Source: an optimization exercise on an open RTL-to-GDS flow (aim: small area, a short achievable clock period and few clock cycles per item). Production flows keep margins and buffers that such runs may drop. In this exercise RTL edits were held to simulation tests only and were not proved equivalent to the original. The flow treats the clock pin as an ideal source, which a real chip does not have. Power figures rest on the tool's default switching activity, not on a simulated workload.

// peat_enc
module peat_enc (
    input  wire        clk,
    input  wire        rst,
    input  wire        in_valid,
    output wire        in_ready,
    input  wire [15:0] in_v,
    input  wire [15:0] in_up,
    input  wire        in_last,
    input  wire [4:0]  cfg_b,
    input  wire [1:0]  cfg_n,
    input  wire        cfg_bayer,
    input  wire        cfg_restart,
    output wire        rec_valid,
    output wire [15:0] rec_x,
    output wire        out_valid,
    input  wire        out_ready,
    output wire [7:0]  out_data,
    output wire        out_last
);
Size: ~9200 cells after synthesis, about 3000 flip-flops, about 130000 um^2 of cells after synthesis.
clock: 55.0 ns
lec_check: 0
cap_margin: 20
core_margin: 2
core_utilization: 40
slew_margin: 20
standard.sh (not shown) runs the stock make flow with config.mk's settings and CLKGATE_MAP_FILE= SYNTH_SCRIPT=/design/flow/synth_recipe.tcl, a recipe that flattens the netlist after the stock synthesis.
==> flow/flow/run.sh <==
#!/bin/bash
# The standard ORFS layout (standard.sh) with two changes:
#  - CTS clusters up to 25 sinks within 100 um and adds no dummy loads
#    (CTS_ARGS replaces ORFS's default clock_tree_synthesis arguments);
#  - flow/post_cts.tcl, run after CTS, repairs setup on every path longer
#    than 12 ns by resizing and swapping cells.
# The clock, its period and the constraints stay the design's. All tool
# output goes to logs in this folder (ORFS's own step logs are under
# orfs/logs).
set -euo pipefail
cd "$(dirname "$0")/.."
export CTS_ARGS="-sink_clustering_enable -repair_clock_nets -sink_clustering_size 25 -sink_clustering_max_diameter 100 -dont_use_dummy_load"
export POST_CTS_TCL="$PWD/flow/post_cts.tcl"
bash standard.sh > flow_standard.log 2>&1
==> flow/flow/post_cts.tcl <==
# Runs inside ORFS's cts.tcl after its own repair, before 4_1_cts.odb is
# written. The margin makes repair_timing treat paths longer than
# 55 - 43 = 12 ns as failing, so it resizes and swaps cells on them.
puts "post_cts: setup repair with a 43 ns margin"
report_worst_slack -max
repair_timing -setup -setup_margin 43 -repair_tns 100 -skip_last_gasp -verbose
detailed_placement
check_placement -verbose
report_worst_slack -max
The starting point completed with no timing, DRC or antenna violations.
Testbench counts at the start, summed over its fixed seeds: cycles 97,202, samples 95,644.
Edit:
--- a/flow/design.v
+++ b/flow/design.v
@@ -221,44 +221,34 @@
                       (r1_n == 2'd1) ? {1'b0, pk1[15:0]} : {2'b00, pk1[14:0]};
     reg [6*14-1:0] addend;
     always @(*) begin
         for (i = 0; i < 14; i = i + 1) begin
             if ((m1 >> i) < 17'd24)
                 addend[6*i +: 6] = (m1 >> i) + 6'd1 + i;
             else
                 addend[6*i +: 6] = 6'd25 + r1_b;
         end
     end
     reg [15:0] alive;
-    reg [31:0] dg;
-    reg        z0, z1, z2;
+    reg        anyz;
     reg [3:0]  best_k;
     integer    b;
     always @(*) begin
         alive = 16'hBFFF;
-        for (b = 5; b >= 0; b = b - 1) begin
-            for (i = 0; i < 16; i = i + 1)
-                dg[2*i +: 2] = (i == 15) ? rawc12[2*b +: 2] :
-                               (i == 14) ? 2'd3 : costv[12*i + 2*b +: 2];
-            z0 = 1'b0;
-            z1 = 1'b0;
-            z2 = 1'b0;
-            for (i = 0; i < 16; i = i + 1) begin
-                z0 = z0 || (alive[i] && dg[2*i +: 2] == 2'd0);
-                z1 = z1 || (alive[i] && dg[2*i +: 2] <= 2'd1);
-                z2 = z2 || (alive[i] && dg[2*i +: 2] <= 2'd2);
-            end
-            for (i = 0; i < 16; i = i + 1)
-                if ((z0 && dg[2*i +: 2] != 2'd0) || (z1 && dg[2*i +: 2] > 2'd1) ||
-                    (z2 && dg[2*i +: 2] > 2'd2))
-                    alive[i] = 1'b0;
+        for (b = 11; b >= 0; b = b - 1) begin
+            anyz = alive[15] && !rawc12[b];
+            for (i = 0; i < 14; i = i + 1)
+                anyz = anyz || (alive[i] && !costv[12*i + b]);
+            for (i = 0; i < 14; i = i + 1)
+                if (anyz && costv[12*i + b]) alive[i] = 1'b0;
+            if (anyz && rawc12[b]) alive[15] = 1'b0;
         end
         best_k = 4'd15;
         for (i = 13; i >= 0; i = i - 1)
             if (alive[i]) best_k = i;
         if (allz) best_k = 4'd14;
     end
     wire        hv  = r_v[NR];
     wire [15:0] hx  = r_x[NR];
     wire [17:0] hpk = r_pk[NR];
     wire        he  = r_e[NR];
     wire [3:0]  K   = dq_k[rp];
Setup slack loses 96 ps.
Utilization is about the same.
Cell count goes up by 1.8%.
Sequential share of layout area goes down by 0.55 points.
Final area goes up by 0.88%.
Wire length goes up by 6.0%.
Power goes down by 1.2%.
First-iteration DRC count goes down by 5.0%.
Clock skew goes up by 6.7 ps.
Synthesized cell count goes up by 1.1%.
Non-clock buffer count goes up by 43.
Sequential power goes down by about 2%.
Testbench counts after the change, summed over its fixed seeds: cycles 97,202, samples 95,644.

---

peat_enc with an RTL version that a note above also has.
Size: about 9300 cells after synthesis, ~3000 flip-flops, roughly 130000 µm² of cells after synthesis.
export LEC_CHECK = 0
export CAP_MARGIN = 20
export CORE_MARGIN = 2
export CORE_UTILIZATION = 40
export SLEW_MARGIN = 20
create_clock -name core_clock -period 55.0 [get_ports {clk}]
==> flow/flow/run.sh <==
#!/bin/bash
# The standard ORFS layout (standard.sh) with two changes:
#  - CTS clusters up to 25 sinks within 100 um and adds no dummy loads
#    (CTS_ARGS replaces ORFS's default clock_tree_synthesis arguments);
#  - flow/post_cts.tcl, run after CTS, repairs setup on every path longer
#    than 11 ns by resizing and swapping cells.
# The clock, its period and the constraints stay the design's. All tool
# output goes to logs in this folder (ORFS's own step logs are under
# orfs/logs).
set -euo pipefail
cd "$(dirname "$0")/.."
export CTS_ARGS="-sink_clustering_enable -repair_clock_nets -sink_clustering_size 25 -sink_clustering_max_diameter 100 -dont_use_dummy_load"
export POST_CTS_TCL="$PWD/flow/post_cts.tcl"
bash standard.sh > flow_standard.log 2>&1
==> flow/flow/post_cts.tcl <==
# Runs inside ORFS's cts.tcl after its own repair, before 4_1_cts.odb is
# written. The margin makes repair_timing treat paths longer than
# 55 - 44 = 11 ns as failing, so it resizes and swaps cells on them.
puts "post_cts: setup repair with a 44 ns margin"
report_worst_slack -max
repair_timing -setup -setup_margin 44 -repair_tns 100 -skip_last_gasp -verbose
detailed_placement
check_placement -verbose
report_worst_slack -max
Testbench counts at the start, summed over its fixed seeds: cycles 97,202, samples 95,644.
Next try:
--- a/flow/design.v
+++ b/flow/design.v
@@ -223,30 +223,40 @@
     always @(*) begin
         for (i = 0; i < 14; i = i + 1) begin
             if ((m1 >> i) < 17'd24)
                 addend[6*i +: 6] = (m1 >> i) + 6'd1 + i;
             else
                 addend[6*i +: 6] = 6'd25 + r1_b;
         end
     end
     reg [15:0] alive;
-    reg        anyz;
+    reg [31:0] dg;
+    reg        z0, z1, z2;
     reg [3:0]  best_k;
     integer    b;
     always @(*) begin
         alive = 16'hBFFF;
-        for (b = 11; b >= 0; b = b - 1) begin
-            anyz = alive[15] && !rawc12[b];
-            for (i = 0; i < 14; i = i + 1)
-                anyz = anyz || (alive[i] && !costv[12*i + b]);
-            for (i = 0; i < 14; i = i + 1)
-                if (anyz && costv[12*i + b]) alive[i] = 1'b0;
-            if (anyz && rawc12[b]) alive[15] = 1'b0;
+        for (b = 5; b >= 0; b = b - 1) begin
+            for (i = 0; i < 16; i = i + 1)
+                dg[2*i +: 2] = (i == 15) ? rawc12[2*b +: 2] :
+                               (i == 14) ? 2'd3 : costv[12*i + 2*b +: 2];
+            z0 = 1'b0;
+            z1 = 1'b0;
+            z2 = 1'b0;
+            for (i = 0; i < 16; i = i + 1) begin
+                z0 = z0 || (alive[i] && dg[2*i +: 2] == 2'd0);
+                z1 = z1 || (alive[i] && dg[2*i +: 2] <= 2'd1);
+                z2 = z2 || (alive[i] && dg[2*i +: 2] <= 2'd2);
+            end
+            for (i = 0; i < 16; i = i + 1)
+                if ((z0 && dg[2*i +: 2] != 2'd0) || (z1 && dg[2*i +: 2] > 2'd1) ||
+                    (z2 && dg[2*i +: 2] > 2'd2))
+                    alive[i] = 1'b0;
         end
         best_k = 4'd15;
         for (i = 13; i >= 0; i = i - 1)
             if (alive[i]) best_k = i;
         if (allz) best_k = 4'd14;
     end
     wire        hv  = r_v[NR];
     wire [15:0] hx  = r_x[NR];
     wire [17:0] hpk = r_pk[NR];
What happened: The new run completed without violations; hold slack is worse by 0.027 ns; setup slack is better by 0.094 ns; synthesized area shrinks by 0.61%; total power grows by 1.6%; die area falls by 0.60%; final cell count went down by 1.9%; core utilization stays flat.
Testbench counts after the change, summed over its fixed seeds: cycles 97,202, samples 95,644.

[separate check: timing with driven ports]
In the flow no input, the clock included, has a driving cell. The finished layouts below were timed again as built, in two steps.
Step 1 sets driving cells, clkbuf_16 on the clock port and buf_2 on the other inputs (assumed; they add their load-dependent delay and slew).
Step 2 also shifts input and output timing later by t, the mid clock arrival at the registers, as if the neighbouring blocks saw the same clock.
a / b / c = no drivers / after step 1 / after step 2; a / b = the first two.
run | shift t [ns] | setup WS [ns] | worst register clock-pin slew, ns | worst data-port slew with drivers (ns) | pins driven straight from the clock port
the first run of note 1 | 0.916 | 42.751 / 42.657 / 42.135 | 0.11 / 0.11 | 0.04 | 1
the second run of note 1 | 0.899 | 42.656 / 42.555 / 42.129 | 0.10 / 0.10 | 0.07 | 1
the first run of note 2 | 0.899 | 42.658 / 42.557 / 42.844 | 0.11 / 0.11 | 0.07 | 1
the second run of note 2 | 0.917 | 42.752 / 42.659 / 42.860 | 0.10 / 0.10 | 0.05 | 1
After both steps every run listed still meets setup and hold. The setup slack of the first run of note 1, which loses most, moves by -0.094 ns with the drivers and by -0.616 ns with both steps.
